Context: an optimization exercise on an open-source flow, tuned for small area, a short achievable clock period and few clock cycles per item. The choices shown serve that exercise and are no tape-out recipe.
Where RTL was checked, it was by simulation tests only, not by an equivalence proof against the original.

==> inputs of run a <==
Design neuron_visit, start of the top module:
module neuron_visit (
    input  wire        clk,
    input  wire        rst,
    input  wire        cfg_wide,       
    input  wire [6:0]  cfg_step,       
    input  wire        pop_reset,      
    input  wire        pop_clocked,    
    input  wire [3:0]  pop_refract,    
    input  wire [22:0] pop_theta,      
    input  wire [23:0] pop_rest,       
    input  wire [7:0]  pop_d,          
    input  wire [15:0] pop_bias,       
    input  wire        pop_gated,      
    output wire [6:0]  f_addr,
    input  wire [24:0] f_data,
    input  wire        in_valid,
    output wire        in_ready,
    input  wire [63:0] in_rec,
    input  wire [31:0] in_acc,
    input  wire [31:0] in_late,
    input  wire        in_touched,
    output wire        out_valid,
    input  wire        out_ready,
    output wire [63:0] out_rec,
    output wire [3:0]  out_n,
    output wire        out_rest,
    output wire        out_refr_drop,
    output wire        out_gated,
    output wire        out_sat,
    output wire        out_clip
);
==> flow/config.mk <==
export PLATFORM = sky130hd
export DESIGN_NAME = neuron_visit
export DESIGN_NICKNAME = neuron_visit
export VERILOG_FILES = /design/flow/design.v
export SDC_FILE = /design/flow/constraint.sdc
export NUM_CORES = 4
export LEC_CHECK = 0
export ABC_CLOCK_PERIOD_IN_PS = 6000
export CAP_MARGIN = 20
export CORE_MARGIN = 2
export CORE_UTILIZATION = 50
export CTS_CLUSTER_DIAMETER = 60
export CTS_CLUSTER_SIZE = 10
export SLEW_MARGIN = 20
==> flow/constraint.sdc <==
create_clock -name core_clock -period 24.0 [get_ports {clk}]
set_input_delay 4.8000 -clock core_clock [delete_from_list [all_inputs] [get_ports {clk}]]
set_output_delay 4.8000 -clock core_clock [all_outputs]
set_load 0.01 [all_outputs]
standard.sh (not shown) runs the stock make flow with config.mk's settings and CLKGATE_MAP_FILE= SYNTH_SCRIPT=/design/flow/synth_recipe.tcl, a recipe that flattens the netlist after the stock synthesis.
==> flow/flow/run.sh <==
#!/bin/bash
# Standard layout, with two changes to how it is made (the SDC is unchanged):
# repair_timing is asked for extra setup slack so that the layout is optimised
# toward the period the design can reach, and the port buffers are plain
# buffers (buf_1) rather than the smallest-drive cell buffer_ports picks.
set -euo pipefail
MARGIN=$(cat flow/margin.txt)
bash standard.sh SETUP_SLACK_MARGIN=$MARGIN "BUFFER_PORTS_ARGS=-buffer_cell sky130_fd_sc_hd__buf_1" finish > flow_standard.log 2>&1
==> flow/flow/margin.txt <==
17.95
==> run b: changes against run a <==
--- a/flow/design.v
+++ b/flow/design.v
@@ -26,54 +26,48 @@
     output wire        out_rest,
     output wire        out_refr_drop,
     output wire        out_gated,
     output wire        out_sat,
     output wire        out_clip
 );
     reg               c_wide;
     reg        [6:0]  c_step;
-    reg               c_reset;
     reg               c_clocked;
-    reg        [3:0]  c_refract;
     reg        [22:0] c_theta;
     reg        [24:0] c_th3;       
     reg        [23:0] c_rsat;      
     reg        [3:0]  c_bo, c_bt, c_bn;    
     reg               c_d7;                
     reg        [15:0] c_bias;      
-    reg               c_gated;
     reg               c_vge;       
     wire [8:0] dx = {pop_d, 1'b0};
     wire [3:0] d_bo, d_bt, d_bn;
     genvar di;
     generate
         for (di = 0; di < 4; di = di + 1) begin : g_dbooth
             assign d_bo[di] = dx[2*di+1] ^ dx[2*di];
             assign d_bt[di] = (dx[2*di+2] & ~dx[2*di+1] & ~dx[2*di]) | (~dx[2*di+2] & dx[2*di+1] & dx[2*di]);
             assign d_bn[di] = dx[2*di+2] & ~(dx[2*di+1] & dx[2*di]);
         end
     endgenerate
     wire rs_clamp = ~cfg_wide & ~(&pop_rest[23:15]) & (|pop_rest[23:15]);
     always @(posedge clk) begin
         c_wide    <= cfg_wide;
         c_step    <= cfg_step;
-        c_reset   <= pop_reset;
         c_clocked <= pop_clocked;
-        c_refract <= pop_refract;
         c_theta   <= pop_theta;
         c_th3     <= {2'b00, c_theta} + {1'b0, c_theta, 1'b0};
         c_rsat    <= {rs_clamp ? {9{pop_rest[23]}}  : pop_rest[23:15],
                       rs_clamp ? {15{~pop_rest[23]}} : pop_rest[14:0]};
         c_bo      <= d_bo;
         c_bt      <= d_bt;
         c_bn      <= d_bn;
         c_d7      <= pop_d[7];
         c_bias    <= pop_clocked ? pop_bias : 16'd0;
-        c_gated   <= pop_gated;
         c_vge     <= cfg_wide | (pop_theta[22:15] == 8'd0);
     end
     reg adv_r;      
     reg ir_r;       
     reg o_v, s_v;   
     reg p1_ok, p2_ok, p3_ok, p4_ok, p5_ok;
     wire pop    = o_v & out_ready;
     wire push   = adv_r & p5_ok;
@@ -574,18 +568,18 @@
         if (adv_r) begin
             p2_v     <= rested ? 24'd0 : p1_v;
             p2_rb    <= p1_rb;
             p2_lt    <= lt_sum[40:8];
             p2_hit   <= hit;
             p2_restf <= restf;
             p2_rst   <= rested;
             p2_drop  <= hit & p1_tch;
-            p2_gtd   <= ~hit & c_gated & p1_tch;
-            p2_test  <= ~hit & ~c_gated;
+            p2_gtd   <= ~hit & pop_gated & p1_tch;
+            p2_test  <= ~hit & ~pop_gated;
             p2_refr  <= refr_n;
             p2_k     <= p1_k;
         end
     end
     wire [24:0] vx = {p2_v, 1'b0};
     wire [11:0] bo, bt, bn;
     genvar gi;
     generate
@@ -1729,25 +1723,25 @@
     reg               p5_fr, p5_fire, p5_sat, p5_clip;
     reg        [15:0] p5_rb;
     reg               p5_restf, p5_drop, p5_gtd;
     reg        [3:0]  p5_refr;
     always @(posedge clk) begin
         if (adv_r) begin
             p5_vs    <= vs;
             p5_qa    <= ga3 ? 2'd3 : ga2 ? 2'd2 : ga1 ? 2'd1 : 2'd0;
-            p5_fr    <= fire & c_reset;
+            p5_fr    <= fire & pop_reset;
             p5_fire  <= fire;
             p5_sat   <= t_lo | t_hi;
-            p5_clip  <= fire & c_reset & ga4;
+            p5_clip  <= fire & pop_reset & ga4;
             p5_rb    <= p4_rb;
             p5_restf <= p4_restf;
             p5_drop  <= p4_drop;
             p5_gtd   <= p4_gtd;
-            p5_refr  <= fire ? c_refract : p4_refr;
+            p5_refr  <= fire ? pop_refract : p4_refr;
         end
     end
     wire        [22:0] va5   = p5_vs[22:0];    
     wire        [24:0] ma    = p5_qa == 2'd3 ? {c_th3[22:0], 2'd0} :
                                p5_qa == 2'd2 ? {c_theta[21:0], 3'd0} :
                                p5_qa == 2'd1 ? {c_theta[22:0], 2'd0} : 25'd0;
     wire        [22:0] ra    = va5 - ma[22:0];    
     wire        [25:0] db1   = {3'd0, ra} - {3'd0, c_theta};
==> flow/config.mk (replaced) <==
export PLATFORM = sky130hd
export DESIGN_NAME = neuron_visit
export DESIGN_NICKNAME = neuron_visit
export VERILOG_FILES = /design/flow/design.v
export SDC_FILE = /design/flow/constraint.sdc
export NUM_CORES = 4
export LEC_CHECK = 0
export ABC_CLOCK_PERIOD_IN_PS = 6000
export CAP_MARGIN = 20
export CORE_MARGIN = 2
export CORE_UTILIZATION = 50
export CTS_CLUSTER_DIAMETER = 100
export CTS_CLUSTER_SIZE = 30
export SLEW_MARGIN = 20
==> summary.txt <==
Final layout
  • Fraction of cell area in non-clock buffers: 4.16%
  • Buffers excl. clock: 480
  • Clkbuf count: 148

CTS
  • Post-CTS resize count: 121
  • Cts bufs inserted: 97

Outcome
  • Status: finished clean

Place
  • Instance count after placement with tap cells included: 7102
  • Pre-CTS setup slack: 16.23 ns

GRT
  • Tot GR Track Use: 26.2%

Setup path
  • RR Startpoint: p4_a[4]$_DFFE_PP_

Detailed routing
  • DR WL met3: 11000 um

Floorplanning
  • Vertical die dimension: 345 um
That was run a.
==> summary.txt <==
Floorplanning
  • Vertical die dimension: 345 um

Setup path
  • RR Startpoint: p5_qa[1]$_SDFFCE_PP1P_

Final layout
  • Fraction of cell area in non-clock buffers: 4.39%
  • Buffers excl. clock: 489
  • Top class by area: multi-input combinational cells
  • Clkbuf count: 48

Place
  • Instance count after placement with tap cells included: 7094
  • Pre-CTS setup slack: 16.61 ns

CTS
  • Post-CTS resize count: 107

Outcome
  • Status: finished clean
That was run b.
Testbench counts of run a, summed over its fixed seeds: cycles 16,384, items 16,000.
No functional check of the RTL was part of run b.

* * *

==> inputs of exp/violet <==
neuron_visit, a different RTL version from the one above (not shown whole).
## neuron_visit
module neuron_visit (
    input  wire        clk,
    input  wire        rst,
    input  wire        cfg_wide,       
    input  wire [6:0]  cfg_step,       
    input  wire        pop_reset,      
    input  wire        pop_clocked,    
    input  wire [3:0]  pop_refract,    
    input  wire [22:0] pop_theta,      
    input  wire [23:0] pop_rest,       
    input  wire [7:0]  pop_d,          
    input  wire [15:0] pop_bias,       
    input  wire        pop_gated,      
    output wire [6:0]  f_addr,
    input  wire [24:0] f_data,
    input  wire        in_valid,
    output wire        in_ready,
    input  wire [63:0] in_rec,
    input  wire [31:0] in_acc,
    input  wire [31:0] in_late,
    input  wire        in_touched,
    output wire        out_valid,
    input  wire        out_ready,
    output wire [63:0] out_rec,
    output wire [3:0]  out_n,
    output wire        out_rest,
    output wire        out_refr_drop,
    output wire        out_gated,
    output wire        out_sat,
    output wire        out_clip
);
clock: 24.0 ns
lec_check: 0
abc_clock_period_in_ps: 6000
cap_margin: 20
core_margin: 2
core_utilization: 60
slew_margin: 20
==> flow/flow/margin.txt <==
18.0
Scripts as last shown in full above: flow/flow/run.sh
==> inputs of exp/xenon, as changes to exp/violet <==
==> flow/flow/margin.txt (replaced) <==
17.85
--- a/flow/config.mk
+++ b/flow/config.mk
@@ -10,3 +10,3 @@
 export CORE_MARGIN = 2
-export CORE_UTILIZATION = 60
+export CORE_UTILIZATION = 50
 export SLEW_MARGIN = 20
==> qor summary <==
quantity	exp/violet	exp/xenon
Largest fanout on the critical path	2	1
Via density per instance	6.07	5.77
Routed WL per cell	22.9 um	22.2 um
Share of final-layout standard cells stronger than drive strength 1	11.5%	9.14%
Core occupancy in the finished layout	67.8%	56.1%
Start point of the critical path	o_sat	o_hi[40]
Fmax	163 MHz	164 MHz
Non-clock buffer share	4.67%	3.57%
Endpoint of the most critical setup path	out_rec[2]	out_rec[56]
Worst r2r src	p5_qa[0]	p5_qa[1]
Postcts setup bufs	43	18
Number of non-clock buffers	525	462
FF-to-FF setup slack	18,070 ps	18,010 ps
Period utilization	25.5%	25.4%
Post-route standard cell area excluding fillers	0.0666 mm^2	0.0660 mm^2
Detailed Routing Iterations Pass 1	8	6
Worst setup slack before clock tree synthesis	16,270 ps	15,630 ps
Starting Density	60.4%	50.3%
Signal arrival time at the worst endpoint	1330 ps	1300 ps
DP Wirelength	117,000 um	118,000 um
Critical path's largest stage delay	480 ps	460 ps
Overall track demand over capacity in global routing	32.1%	26.7%
Run status	timing/DRC/antenna clean	timing/DRC/antenna clean
Max-Slew Margin vs Limit	13.5%	23.1%
Testbench counts of exp/violet, summed over its fixed seeds: cycles 16,384, items 16,000.
Testbench counts of exp/xenon, summed over its fixed seeds: cycles 16,384, items 16,000.

* * *

==> harbor: inputs <==
Another version of the RTL of neuron_visit (not shown whole).
==> flow/config.mk <==
export PLATFORM = sky130hd
export DESIGN_NAME = neuron_visit
export DESIGN_NICKNAME = neuron_visit
export VERILOG_FILES = /design/flow/design.v
export SDC_FILE = /design/flow/constraint.sdc
export NUM_CORES = 4
export LEC_CHECK = 0
export ABC_CLOCK_PERIOD_IN_PS = 6000
export CAP_MARGIN = 20
export CORE_MARGIN = 2
export CORE_UTILIZATION = 50
export SLEW_MARGIN = 20
==> flow/constraint.sdc <==
create_clock -name core_clock -period 24.0 [get_ports {clk}]
set_input_delay 4.8000 -clock core_clock [delete_from_list [all_inputs] [get_ports {clk}]]
set_output_delay 4.8000 -clock core_clock [all_outputs]
set_load 0.01 [all_outputs]
==> flow/flow/margin.txt <==
17.7
Scripts as last shown in full above: flow/flow/run.sh
==> delta (differences from harbor) <==
--- a/flow/design.v
+++ b/flow/design.v
@@ -50,20 +50,21 @@
             assign d_bo[di] = dx[2*di+1] ^ dx[2*di];
             assign d_bt[di] = (dx[2*di+2] & ~dx[2*di+1] & ~dx[2*di]) | (~dx[2*di+2] & dx[2*di+1] & dx[2*di]);
             assign d_bn[di] = dx[2*di+2] & ~(dx[2*di+1] & dx[2*di]);
         end
     endgenerate
+    wire rs_clamp = ~cfg_wide & ~(&pop_rest[23:15]) & (|pop_rest[23:15]);
     always @(posedge clk) begin
         c_wide    <= cfg_wide;
         c_step    <= cfg_step;
         c_reset   <= pop_reset;
         c_clocked <= pop_clocked;
         c_refract <= pop_refract;
         c_theta   <= pop_theta;
         c_th3     <= {2'b00, c_theta} + {1'b0, c_theta, 1'b0};
-        c_rsat    <= (cfg_wide || pop_rest[23:15] == 9'h000 || pop_rest[23:15] == 9'h1FF) ? pop_rest :
-                     pop_rest[23] ? 24'hFF8000 : 24'h007FFF;
+        c_rsat    <= {rs_clamp ? {9{pop_rest[23]}}  : pop_rest[23:15],
+                      rs_clamp ? {15{~pop_rest[23]}} : pop_rest[14:0]};
         c_bo      <= d_bo;
         c_bt      <= d_bt;
         c_bn      <= d_bn;
         c_d7      <= pop_d[7];
         c_bias    <= pop_clocked ? pop_bias : 16'd0;
@@ -115,16 +116,21 @@
             p1_v    <= cfg_wide ? in_rec[63:40] : {{8{in_rec[31]}}, in_rec[31:16]};
             p1_rb   <= cfg_wide ? in_rec[39:24] : 16'd0;
             p1_acc  <= in_acc;
             p1_late <= in_late;
             p1_tch  <= in_touched;
-            p1_k    <= cfg_step - in_rec[15:9];
+            p1_k    <= k_in;
             p1_refr <= in_rec[8:5];
             p1_age  <= in_rec[1:0];
         end
     end
-    assign f_addr = p1_k;
+    wire [6:0] k_in = cfg_step - in_rec[15:9];
+    wire       adv_n = ~cnt_n[1];
+    reg  [6:0] fa_r;
+    always @(posedge clk)
+        fa_r <= adv_n ? (adv_r ? k_in : p1_k) : (adv_r ? p1_k : p2_k);
+    assign f_addr = fa_r;
     wire        restf   = (p1_age == 2'd1) & ~p1_k[6];
     wire        rested  = p1_age[1] | restf;
     wire        hit     = ~rested & (p1_refr != 4'd0) & (p1_k <= {3'd0, p1_refr});
     wire [3:0]  refr_n  = hit ? (p1_refr - p1_k[3:0]) : 4'd0;
     wire w_lb0_0 = ((c_bo[0] & p1_late[0]) | (c_bt[0] & 1'b0)) ^ c_bn[0];
@@ -561,12 +567,11 @@
     reg        [23:0] p2_v;
     reg        [15:0] p2_rb;
     reg        [32:0] p2_lt;       
     reg               p2_restf, p2_drop, p2_gtd, p2_test, p2_rst, p2_hit;
     reg        [3:0]  p2_refr;
-    reg        [24:0] p2_f;        
-    reg               p2_fv;
+    reg        [6:0]  p2_k;
     always @(posedge clk) begin
         if (adv_r) begin
             p2_v     <= rested ? 24'd0 : p1_v;
             p2_rb    <= p1_rb;
             p2_lt    <= lt_sum[40:8];
@@ -575,16 +580,11 @@
             p2_rst   <= rested;
             p2_drop  <= hit & p1_tch;
             p2_gtd   <= ~hit & c_gated & p1_tch;
             p2_test  <= ~hit & ~c_gated;
             p2_refr  <= refr_n;
-        end
-        if (adv_r)
-            p2_fv <= 1'b0;
-        else if (!p2_fv) begin
-            p2_fv <= 1'b1;
-            p2_f  <= f_data;
+            p2_k     <= p1_k;
         end
     end
     wire [24:0] vx = {p2_v, 1'b0};
     wire [11:0] bo, bt, bn;
     genvar gi;
@@ -726,11 +726,11 @@
             p3_bo    <= bo;
             p3_bt    <= bt;
             p3_bn    <= bn;
             p3_vs    <= p2_v[23];
             p3_vsx   <= p2_v[23] & ~bn[11];
-            p3_f     <= p2_fv ? p2_f : f_data;
+            p3_f     <= f_data;
             p3_rb    <= p2_rb;
             p3_inp   <= ip_sum;
             p3_restf <= p2_restf;
             p3_drop  <= p2_drop;
             p3_gtd   <= p2_gtd;
@@ -1709,59 +1709,59 @@
             p4_refr  <= p3_refr;
         end
     end
     wire signed [23:0] vmin  = c_wide ? 24'sh800000 : 24'shFF8000;
     wire signed [23:0] vmax  = c_wide ? 24'sh7FFFFF : 24'sh007FFF;
-    wire        [34:0] t     = p4_a + p4_b + {34'd0, p4_c};
+    wire        [35:0] t_x   = {p4_a, 1'b1} + {p4_b, p4_c};
+    wire        [34:0] t     = t_x[35:1];
     wire               all0  = c_wide ? ~|t[34:23] : ~|t[34:15];
     wire               all1  = c_wide ?  &t[34:23] :  &t[34:15];
     wire               t_hi  = ~t[34] & ~all0;
     wire               t_lo  =  t[34] & ~all1;
     wire        [23:0] vs    = t_lo ? vmin : t_hi ? vmax : t[23:0];
     wire               fire  = p4_test & ~t[34] & (t_hi ? c_vge : (t[22:0] >= c_theta));
+    wire        [22:0] va    = t_hi ? vmax[22:0] : t[22:0];
+    wire               ga1   = {4'd0, va} >= {2'd0, c_theta, 2'd0};
+    wire               ga2   = {4'd0, va} >= {1'd0, c_theta, 3'd0};
+    wire               ga3   = {5'd0, va} >= {1'b0, c_th3, 2'd0};
+    wire               ga4   = {4'd0, va} >= {c_theta, 4'd0};
     reg        [23:0] p5_vs;
-    reg               p5_fr, p5_fire, p5_sat;
+    reg        [1:0]  p5_qa;
+    reg               p5_fr, p5_fire, p5_sat, p5_clip;
     reg        [15:0] p5_rb;
     reg               p5_restf, p5_drop, p5_gtd;
     reg        [3:0]  p5_refr;
     always @(posedge clk) begin
         if (adv_r) begin
             p5_vs    <= vs;
+            p5_qa    <= ga3 ? 2'd3 : ga2 ? 2'd2 : ga1 ? 2'd1 : 2'd0;
             p5_fr    <= fire & c_reset;
             p5_fire  <= fire;
             p5_sat   <= t_lo | t_hi;
+            p5_clip  <= fire & c_reset & ga4;
             p5_rb    <= p4_rb;
             p5_restf <= p4_restf;
             p5_drop  <= p4_drop;
             p5_gtd   <= p4_gtd;
             p5_refr  <= fire ? c_refract : p4_refr;
         end
     end
-    wire        [22:0] va    = p5_vs[22:0];    
-    wire        [26:0] m4    = {2'd0, c_theta, 2'd0};
-    wire        [26:0] m8    = {1'd0, c_theta, 3'd0};
-    wire        [27:0] m12   = {1'b0, c_th3, 2'd0};
-    wire        [26:0] da1   = {4'd0, va} - m4;
-    wire        [26:0] da2   = {4'd0, va} - m8;
-    wire        [27:0] da3   = {5'd0, va} - m12;
-    wire               ga1   = ~da1[26];
-    wire               ga2   = ~da2[26];
-    wire               ga3   = ~da3[27];
-    wire        [1:0]  qa    = ga3 ? 2'd3 : ga2 ? 2'd2 : ga1 ? 2'd1 : 2'd0;
-    wire        [22:0] ra    = ga3 ? da3[22:0] : ga2 ? da2[22:0] : ga1 ? da1[22:0] : va;
-    wire               clip  = {4'd0, va} >= {c_theta, 4'd0};
+    wire        [22:0] va5   = p5_vs[22:0];    
+    wire        [24:0] ma    = p5_qa == 2'd3 ? {c_th3[22:0], 2'd0} :
+                               p5_qa == 2'd2 ? {c_theta[21:0], 3'd0} :
+                               p5_qa == 2'd1 ? {c_theta[22:0], 2'd0} : 25'd0;
+    wire        [22:0] ra    = va5 - ma[22:0];    
     wire        [25:0] db1   = {3'd0, ra} - {3'd0, c_theta};
     wire        [25:0] db2   = {3'd0, ra} - {2'd0, c_theta, 1'b0};
     wire        [25:0] db3   = {3'd0, ra} - {1'd0, c_th3};
     wire               gb1   = ~db1[25];
     wire               gb2   = ~db2[25];
     wire               gb3   = ~db3[25];
     wire        [1:0]  qb    = gb3 ? 2'd3 : gb2 ? 2'd2 : gb1 ? 2'd1 : 2'd0;
     wire        [22:0] rb_   = gb3 ? db3[22:0] : gb2 ? db2[22:0] : gb1 ? db1[22:0] : ra;
     wire        [23:0] v_new = p5_fr ? {1'b0, rb_} : p5_fire ? 24'd0 : p5_vs;
-    wire        [3:0]  n_new = p5_fr ? {qa, qb} : {3'd0, p5_fire};
-    wire               clip_new = p5_fr & clip;
+    wire        [3:0]  n_new = p5_fr ? {p5_qa, qb} : {3'd0, p5_fire};
     wire        [47:0] hi_new = c_wide ? {v_new, p5_rb, 8'd0} : {32'd0, v_new[15:0]};
     reg        [47:0] o_hi, s_hi;
     reg        [3:0]  o_refr, s_refr;
     reg        [3:0]  o_n, s_n;
     reg               o_sat, s_sat, o_clip, s_clip;
@@ -1770,21 +1770,21 @@
         if (push) begin
             s_hi   <= hi_new;
             s_refr <= p5_refr;
             s_n    <= n_new;
             s_sat  <= p5_sat;
-            s_clip <= clip_new;
+            s_clip <= p5_clip;
             s_rest <= p5_restf;
             s_drop <= p5_drop;
             s_gtd  <= p5_gtd;
         end
         if (!o_v || out_ready) begin
             o_hi   <= s_v ? s_hi   : hi_new;
             o_refr <= s_v ? s_refr : p5_refr;
             o_n    <= s_v ? s_n    : n_new;
             o_sat  <= s_v ? s_sat  : p5_sat;
-            o_clip <= s_v ? s_clip : clip_new;
+            o_clip <= s_v ? s_clip : p5_clip;
             o_rest <= s_v ? s_rest : p5_restf;
             o_drop <= s_v ? s_drop : p5_drop;
             o_gtd  <= s_v ? s_gtd  : p5_gtd;
         end
     end
==> flow/flow/margin.txt (replaced) <==
17.85
CAP_MARGIN = 10   (was 20)
SLEW_MARGIN = 10   (was 20)
==> yarrow (differences from harbor) <==
--- a/flow/design.v
+++ b/flow/design.v
@@ -50,20 +50,21 @@
             assign d_bo[di] = dx[2*di+1] ^ dx[2*di];
             assign d_bt[di] = (dx[2*di+2] & ~dx[2*di+1] & ~dx[2*di]) | (~dx[2*di+2] & dx[2*di+1] & dx[2*di]);
             assign d_bn[di] = dx[2*di+2] & ~(dx[2*di+1] & dx[2*di]);
         end
     endgenerate
+    wire rs_clamp = ~cfg_wide & ~(&pop_rest[23:15]) & (|pop_rest[23:15]);
     always @(posedge clk) begin
         c_wide    <= cfg_wide;
         c_step    <= cfg_step;
         c_reset   <= pop_reset;
         c_clocked <= pop_clocked;
         c_refract <= pop_refract;
         c_theta   <= pop_theta;
         c_th3     <= {2'b00, c_theta} + {1'b0, c_theta, 1'b0};
-        c_rsat    <= (cfg_wide || pop_rest[23:15] == 9'h000 || pop_rest[23:15] == 9'h1FF) ? pop_rest :
-                     pop_rest[23] ? 24'hFF8000 : 24'h007FFF;
+        c_rsat    <= {rs_clamp ? {9{pop_rest[23]}}  : pop_rest[23:15],
+                      rs_clamp ? {15{~pop_rest[23]}} : pop_rest[14:0]};
         c_bo      <= d_bo;
         c_bt      <= d_bt;
         c_bn      <= d_bn;
         c_d7      <= pop_d[7];
         c_bias    <= pop_clocked ? pop_bias : 16'd0;
@@ -115,16 +116,21 @@
             p1_v    <= cfg_wide ? in_rec[63:40] : {{8{in_rec[31]}}, in_rec[31:16]};
             p1_rb   <= cfg_wide ? in_rec[39:24] : 16'd0;
             p1_acc  <= in_acc;
             p1_late <= in_late;
             p1_tch  <= in_touched;
-            p1_k    <= cfg_step - in_rec[15:9];
+            p1_k    <= k_in;
             p1_refr <= in_rec[8:5];
             p1_age  <= in_rec[1:0];
         end
     end
-    assign f_addr = p1_k;
+    wire [6:0] k_in = cfg_step - in_rec[15:9];
+    wire       adv_n = ~cnt_n[1];
+    reg  [6:0] fa_r;
+    always @(posedge clk)
+        fa_r <= adv_n ? (adv_r ? k_in : p1_k) : (adv_r ? p1_k : p2_k);
+    assign f_addr = fa_r;
     wire        restf   = (p1_age == 2'd1) & ~p1_k[6];
     wire        rested  = p1_age[1] | restf;
     wire        hit     = ~rested & (p1_refr != 4'd0) & (p1_k <= {3'd0, p1_refr});
     wire [3:0]  refr_n  = hit ? (p1_refr - p1_k[3:0]) : 4'd0;
     wire w_lb0_0 = ((c_bo[0] & p1_late[0]) | (c_bt[0] & 1'b0)) ^ c_bn[0];
@@ -561,12 +567,11 @@
     reg        [23:0] p2_v;
     reg        [15:0] p2_rb;
     reg        [32:0] p2_lt;       
     reg               p2_restf, p2_drop, p2_gtd, p2_test, p2_rst, p2_hit;
     reg        [3:0]  p2_refr;
-    reg        [24:0] p2_f;        
-    reg               p2_fv;
+    reg        [6:0]  p2_k;
     always @(posedge clk) begin
         if (adv_r) begin
             p2_v     <= rested ? 24'd0 : p1_v;
             p2_rb    <= p1_rb;
             p2_lt    <= lt_sum[40:8];
@@ -575,16 +580,11 @@
             p2_rst   <= rested;
             p2_drop  <= hit & p1_tch;
             p2_gtd   <= ~hit & c_gated & p1_tch;
             p2_test  <= ~hit & ~c_gated;
             p2_refr  <= refr_n;
-        end
-        if (adv_r)
-            p2_fv <= 1'b0;
-        else if (!p2_fv) begin
-            p2_fv <= 1'b1;
-            p2_f  <= f_data;
+            p2_k     <= p1_k;
         end
     end
     wire [24:0] vx = {p2_v, 1'b0};
     wire [11:0] bo, bt, bn;
     genvar gi;
@@ -726,11 +726,11 @@
             p3_bo    <= bo;
             p3_bt    <= bt;
             p3_bn    <= bn;
             p3_vs    <= p2_v[23];
             p3_vsx   <= p2_v[23] & ~bn[11];
-            p3_f     <= p2_fv ? p2_f : f_data;
+            p3_f     <= f_data;
             p3_rb    <= p2_rb;
             p3_inp   <= ip_sum;
             p3_restf <= p2_restf;
             p3_drop  <= p2_drop;
             p3_gtd   <= p2_gtd;
@@ -1709,59 +1709,59 @@
             p4_refr  <= p3_refr;
         end
     end
     wire signed [23:0] vmin  = c_wide ? 24'sh800000 : 24'shFF8000;
     wire signed [23:0] vmax  = c_wide ? 24'sh7FFFFF : 24'sh007FFF;
-    wire        [34:0] t     = p4_a + p4_b + {34'd0, p4_c};
+    wire        [35:0] t_x   = {p4_a, 1'b1} + {p4_b, p4_c};
+    wire        [34:0] t     = t_x[35:1];
     wire               all0  = c_wide ? ~|t[34:23] : ~|t[34:15];
     wire               all1  = c_wide ?  &t[34:23] :  &t[34:15];
     wire               t_hi  = ~t[34] & ~all0;
     wire               t_lo  =  t[34] & ~all1;
     wire        [23:0] vs    = t_lo ? vmin : t_hi ? vmax : t[23:0];
     wire               fire  = p4_test & ~t[34] & (t_hi ? c_vge : (t[22:0] >= c_theta));
+    wire        [22:0] va    = t_hi ? vmax[22:0] : t[22:0];
+    wire               ga1   = {4'd0, va} >= {2'd0, c_theta, 2'd0};
+    wire               ga2   = {4'd0, va} >= {1'd0, c_theta, 3'd0};
+    wire               ga3   = {5'd0, va} >= {1'b0, c_th3, 2'd0};
+    wire               ga4   = {4'd0, va} >= {c_theta, 4'd0};
     reg        [23:0] p5_vs;
-    reg               p5_fr, p5_fire, p5_sat;
+    reg        [1:0]  p5_qa;
+    reg               p5_fr, p5_fire, p5_sat, p5_clip;
     reg        [15:0] p5_rb;
     reg               p5_restf, p5_drop, p5_gtd;
     reg        [3:0]  p5_refr;
     always @(posedge clk) begin
         if (adv_r) begin
             p5_vs    <= vs;
+            p5_qa    <= ga3 ? 2'd3 : ga2 ? 2'd2 : ga1 ? 2'd1 : 2'd0;
             p5_fr    <= fire & c_reset;
             p5_fire  <= fire;
             p5_sat   <= t_lo | t_hi;
+            p5_clip  <= fire & c_reset & ga4;
             p5_rb    <= p4_rb;
             p5_restf <= p4_restf;
             p5_drop  <= p4_drop;
             p5_gtd   <= p4_gtd;
             p5_refr  <= fire ? c_refract : p4_refr;
         end
     end
-    wire        [22:0] va    = p5_vs[22:0];    
-    wire        [26:0] m4    = {2'd0, c_theta, 2'd0};
-    wire        [26:0] m8    = {1'd0, c_theta, 3'd0};
-    wire        [27:0] m12   = {1'b0, c_th3, 2'd0};
-    wire        [26:0] da1   = {4'd0, va} - m4;
-    wire        [26:0] da2   = {4'd0, va} - m8;
-    wire        [27:0] da3   = {5'd0, va} - m12;
-    wire               ga1   = ~da1[26];
-    wire               ga2   = ~da2[26];
-    wire               ga3   = ~da3[27];
-    wire        [1:0]  qa    = ga3 ? 2'd3 : ga2 ? 2'd2 : ga1 ? 2'd1 : 2'd0;
-    wire        [22:0] ra    = ga3 ? da3[22:0] : ga2 ? da2[22:0] : ga1 ? da1[22:0] : va;
-    wire               clip  = {4'd0, va} >= {c_theta, 4'd0};
+    wire        [22:0] va5   = p5_vs[22:0];    
+    wire        [24:0] ma    = p5_qa == 2'd3 ? {c_th3[22:0], 2'd0} :
+                               p5_qa == 2'd2 ? {c_theta[21:0], 3'd0} :
+                               p5_qa == 2'd1 ? {c_theta[22:0], 2'd0} : 25'd0;
+    wire        [22:0] ra    = va5 - ma[22:0];    
     wire        [25:0] db1   = {3'd0, ra} - {3'd0, c_theta};
     wire        [25:0] db2   = {3'd0, ra} - {2'd0, c_theta, 1'b0};
     wire        [25:0] db3   = {3'd0, ra} - {1'd0, c_th3};
     wire               gb1   = ~db1[25];
     wire               gb2   = ~db2[25];
     wire               gb3   = ~db3[25];
     wire        [1:0]  qb    = gb3 ? 2'd3 : gb2 ? 2'd2 : gb1 ? 2'd1 : 2'd0;
     wire        [22:0] rb_   = gb3 ? db3[22:0] : gb2 ? db2[22:0] : gb1 ? db1[22:0] : ra;
     wire        [23:0] v_new = p5_fr ? {1'b0, rb_} : p5_fire ? 24'd0 : p5_vs;
-    wire        [3:0]  n_new = p5_fr ? {qa, qb} : {3'd0, p5_fire};
-    wire               clip_new = p5_fr & clip;
+    wire        [3:0]  n_new = p5_fr ? {p5_qa, qb} : {3'd0, p5_fire};
     wire        [47:0] hi_new = c_wide ? {v_new, p5_rb, 8'd0} : {32'd0, v_new[15:0]};
     reg        [47:0] o_hi, s_hi;
     reg        [3:0]  o_refr, s_refr;
     reg        [3:0]  o_n, s_n;
     reg               o_sat, s_sat, o_clip, s_clip;
@@ -1770,21 +1770,21 @@
         if (push) begin
             s_hi   <= hi_new;
             s_refr <= p5_refr;
             s_n    <= n_new;
             s_sat  <= p5_sat;
-            s_clip <= clip_new;
+            s_clip <= p5_clip;
             s_rest <= p5_restf;
             s_drop <= p5_drop;
             s_gtd  <= p5_gtd;
         end
         if (!o_v || out_ready) begin
             o_hi   <= s_v ? s_hi   : hi_new;
             o_refr <= s_v ? s_refr : p5_refr;
             o_n    <= s_v ? s_n    : n_new;
             o_sat  <= s_v ? s_sat  : p5_sat;
-            o_clip <= s_v ? s_clip : clip_new;
+            o_clip <= s_v ? s_clip : p5_clip;
             o_rest <= s_v ? s_rest : p5_restf;
             o_drop <= s_v ? s_drop : p5_drop;
             o_gtd  <= s_v ? s_gtd  : p5_gtd;
         end
     end
==> flow/flow/margin.txt (replaced) <==
17.85
==> qor summary <==
| quantity | yarrow | delta | harbor |
|---|---|---|---|
| Result of the run | timing/DRC/antenna clean | timing/DRC/antenna clean | timing/DRC/antenna clean |
| Origin of the worst setup path | o_hi[14]$_DFFE_PP_ | o_hi[14]$_DFFE_PP_ | p5_vs[4]$_SDFFCE_PP0P_ |
| Count of cells along the worst register-to-register path | 16 | 25 | 23 |
| Sequential Area | 20300 um2 | 20300 um2 | 20800 um2 |
| Share of cell area taken by multi-input logic gates | 54.2% | 54.2% | 53.8% |
| Area share of fa/ha/maj cells after synthesis | 24.8% | 24.8% | 24.0% |
| Routed metal-1 wire length | 66800 um | 67000 um | 71400 um |
| Worst Slack Setup Final | 17880 ps | 17910 ps | 17780 ps |
| Stage delay of the slowest cell on the critical path | 460 ps | 450 ps | 440 ps |
| Post-route clock period utilization | 25.5% | 25.4% | 25.9% |
| Detailed placement HPWL | 114000 um | 115000 um | 119000 um |
| Finished layout cell area | 64800 um2 | 65000 um2 | 67600 um2 |
| Worst setup path category | register to output pin | register to output pin | register to register |
| GR met2 Demand/Resource | 42.5% | 42.3% | 43.5% |
| Drt total wl | 159000 um | 159000 um | 168000 um |
| Post-Syn Instances | 5474 | 5474 | 5607 |
| CTS sink count | 724 | 724 | 733 |
| Antenna diode instance count | 2 | 2 | 1 |
| Proportion of cell area occupied by registers | 31.3% | 31.2% | 30.7% |
| Number of antenna violations at the first check in global routing | 8 | 6 | 3 |
| Total GRT Usage | 26.2% | 26.1% | 27.2% |
Testbench counts of harbor, summed over its fixed seeds: cycles 16,384, items 16,000.
Testbench counts of delta, summed over its fixed seeds: cycles 16,384, items 16,000.
Testbench counts of yarrow, summed over its fixed seeds: cycles 16,384, items 16,000.

-- static timing again, ports no longer ideal --
The results above use ideal ports. As a check the final layouts listed here were re-extracted and re-timed, cells and wires unchanged. Step 1: set_driving_cell puts a clkbuf_16 on clk and a buf_2 on each other input, an assumption about the parent block. Step 2 times the ports against the registers' clock, not the clock port: input delays grow and output delays shrink by t, the midpoint of the rising clock arrivals with the driver on. Three values: ideal, step 1, step 2; two values: the first two.
run | t (ns) | slack for setup (ns) | pins driven straight from the clock port
run a | 0.771 | 17.863 / 17.786 / 17.330 | 1
run b | 0.728 | 17.884 / 17.807 / 17.349 | 1
exp/violet | 0.739 | 17.873 / 17.798 / 17.530 | 1
exp/xenon | 0.762 | 17.898 / 17.820 / 17.600 | 1
harbor | 0.742 | 17.784 / 17.784 / 17.173 | 1
delta | 0.752 | 17.911 / 17.834 / 17.266 | 1
yarrow | 0.732 | 17.883 / 17.807 / 17.285 | 1
After both steps setup and hold are still met in every run listed. For delta, which loses most, drivers alone change the setup slack by -0.077 ns; drivers and shift together by -0.645 ns.
